Background: an optimization exercise with open tools, aiming at small area, a short achievable clock period and few clock cycles. Do not read the settings as production practice.
The RTL was checked by simulation tests, not by an equivalence proof against the original design.
Power figures rest on the tool's default switching activity, not on a simulated workload.

== run 1 ==
Design sha3_512_core, start of the top module:
module sha3_512_core (
    input  wire         clk,
    input  wire         rst,           
    input  wire         in_valid,
    output wire         in_ready,
    input  wire [63:0]  in_data,
    input  wire         in_last,
    input  wire [3:0]   in_nbytes,
    output wire         out_valid,
    input  wire         out_ready,
    output wire [511:0] out_digest
);
Size in the first run: roughly 13000 cells after synthesis, ~2200 flip-flops, roughly 590 I/O pins, about 140000 um^2 of cells after synthesis.
clock: 5.0 ns
lec_check: 0
cap_margin: 40
core_margin: 2
core_utilization: 30
gpl_routability_driven: 0
setup_slack_margin: 1.8
slew_margin: 20
synth_hierarchical: 1
run.sh (not shown) runs the stock make flow with config.mk's settings and CLKGATE_MAP_FILE= SYNTH_SCRIPT=/design/flow/synth_recipe.tcl, a recipe that flattens the netlist after the stock synthesis.
Testbench counts of run 1, summed over its fixed seeds: cycles 59,080.
Input-level comparison between run 2 and run 1:
# run 1
export LEC_CHECK = 0
export CAP_MARGIN = 40
export CORE_MARGIN = 2
export CORE_UTILIZATION = 30
export GPL_ROUTABILITY_DRIVEN = 0
export SETUP_SLACK_MARGIN = 1.8
export SLEW_MARGIN = 20
export SYNTH_HIERARCHICAL = 1
create_clock -name core_clock -period 5.0 [get_ports {clk}]
# run 2
export LEC_CHECK = 0
export CAP_MARGIN = 40
export CORE_MARGIN = 2
export CORE_UTILIZATION = 30
export CTS_CLUSTER_DIAMETER = 100
export CTS_CLUSTER_SIZE = 15
export SETUP_SLACK_MARGIN = 1.8
export SLEW_MARGIN = 20
export SYNTH_HIERARCHICAL = 1
create_clock -name core_clock -period 5.0 [get_ports {clk}]
Findings:
- [run 2 vs run 1] cell depth of the worst setup path: higher in run 2
- Run 1 and run 2 ended up with roughly the same fraction of area in multi-input gates.
- For layout buffer count excluding clock buffers, dividing the value from run 2 by the value from run 1 gives 1.2.
- Re worst path buffer plus inverter count: run 1 and run 2 aren't equal, and the lower value belongs to run 1.
- Compared with run 1, in run 2 power dropped 12%, final design area excluding fillers climbed 710 um^2, number of cells on the worst hold path barely changed, source-to-sink clock delay at the later pin of the worst-skew pair dropped 0.02 ns.
- Between run 1 and run 2, count of inserted antenna diode cells is higher for run 2, run 1 comes in under that.
- On time the final worst path needs with I/O delays and setup, run 2 does better than run 1.

---

Setup of v41:
Starting RTL as in the previous note.
==> flow/config.mk <==
export PLATFORM = sky130hd
export DESIGN_NAME = sha3_512_core
export DESIGN_NICKNAME = sha3_512_core
export VERILOG_FILES = /design/flow/design.v
export SDC_FILE = /design/flow/constraint.sdc
export NUM_CORES = 4
export LEC_CHECK = 0
export CAP_MARGIN = 40
export CORE_MARGIN = 2
export CORE_UTILIZATION = 30
export CTS_BUF_LIST = sky130_fd_sc_hd__clkbuf_8
export PLACE_DENSITY = 0.5
export SETUP_SLACK_MARGIN = 1.9
export SLEW_MARGIN = 20
export SYNTH_HIERARCHICAL = 1
==> flow/constraint.sdc <==
create_clock -name core_clock -period 5.0 [get_ports {clk}]
set_input_delay 1.0000 -clock core_clock [delete_from_list [all_inputs] [get_ports {clk}]]
set_output_delay 1.0000 -clock core_clock [all_outputs]
set_load 0.01 [all_outputs]
Looking at the reports, v41 completed the entire flow and the layout it produced met the timing, design-rule and antenna checks.
Testbench counts of v41, summed over its fixed seeds: cycles 59,080.
#### Input delta (v25 over v41)
Settings: PLACE_DENSITY: 0.5 -> unset; SETUP_SLACK_MARGIN: 1.9 -> 1.8; SLEW_MARGIN: 20 -> 10; CAP_MARGIN: 40 -> 20.
## What came out
- Across both runs, clock period minus worst slack was higher for v25 than for v41.
- Taking v41 as the reference, in v25 final total power lost 0.81%; count of non-filler cells in the finished layout lost 361; non-clock buffer count lost 359; cell leakage power lost 1.8%.
- Cell area (v25 vs. v41) decreases slightly
- v25: first-pass GRT wire length lower than v41
Here is what was changed in the inputs of v24 compared with v25.
Settings: changing SLEW_MARGIN from 10 to 20; changing CAP_MARGIN from 20 to 40; setting CTS_CLUSTER_DIAMETER to 50 for the first time; removing CTS_BUF_LIST (formerly sky130_fd_sc_hd__clkbuf_8); setting CTS_CLUSTER_SIZE to 20 for the first time; changing SETUP_SLACK_MARGIN from 1.8 to 2.0.
Findings:
Per the final summary, v24 finished and its layout is clean on timing, DRC and antenna. v24: post-layout worst setup margin is 0.22 ns higher than what v25 reported. Overall die width: v24 vs v25 identical. | summed area of non-filler cells in the final layout | v24 vs v25 | worse |. Clock skew (higher): v25. v25 reports its top power consumer group as sequential cells while v24 reports clock. Relative to v25, combined area of the multi-input logic cells has gone up in v24. Diff v25 -> v24: clock power grew by 52%, total power grew by about 26%, total met3 wirelength after detailed routing grew by 3900 um, sequential share of layout area shrank by 1.7 points, worst setup timing slack at the placement stage grew by 0.17 ns. Summary of the comparison: maximum frequency from static timing analysis is higher in v24, relative to v25.

## port drivers added, routing unchanged
The results above use ideal ports. As a check the final layouts listed here were re-extracted and re-timed, cells and wires unchanged.
Step 1: set_driving_cell puts a clkbuf_16 on clk and a buf_2 on each other input, an assumption about the parent block.
Step 2 moves the port delays by t, midway between the first and last clock arrival at a register: inputs arrive t later, outputs are due t later. That takes back most of the time a late clock gives input paths.
Three values: no drivers, after step 1, after step 2; two values: the first two.
run | t, ns | slack for setup (ns) | worst slew at a driven data input, ns
run 1 | 1.130 | 1.418 / 1.418 / 1.028 | 0.09
run 2 | 1.101 | 1.630 / 1.630 / 1.179 | 0.09
v41 | 1.359 | 1.733 / 1.733 / 0.948 | 0.06
v25 | 1.347 | 1.577 / 1.577 / 1.028 | 0.10
v24 | 1.158 | 1.800 / 1.800 / 1.119 | 0.05
After both steps every run listed still meets setup and hold. For v41, which loses most, drivers alone change the setup slack by 0.000 ns; drivers and shift together by -0.785 ns.
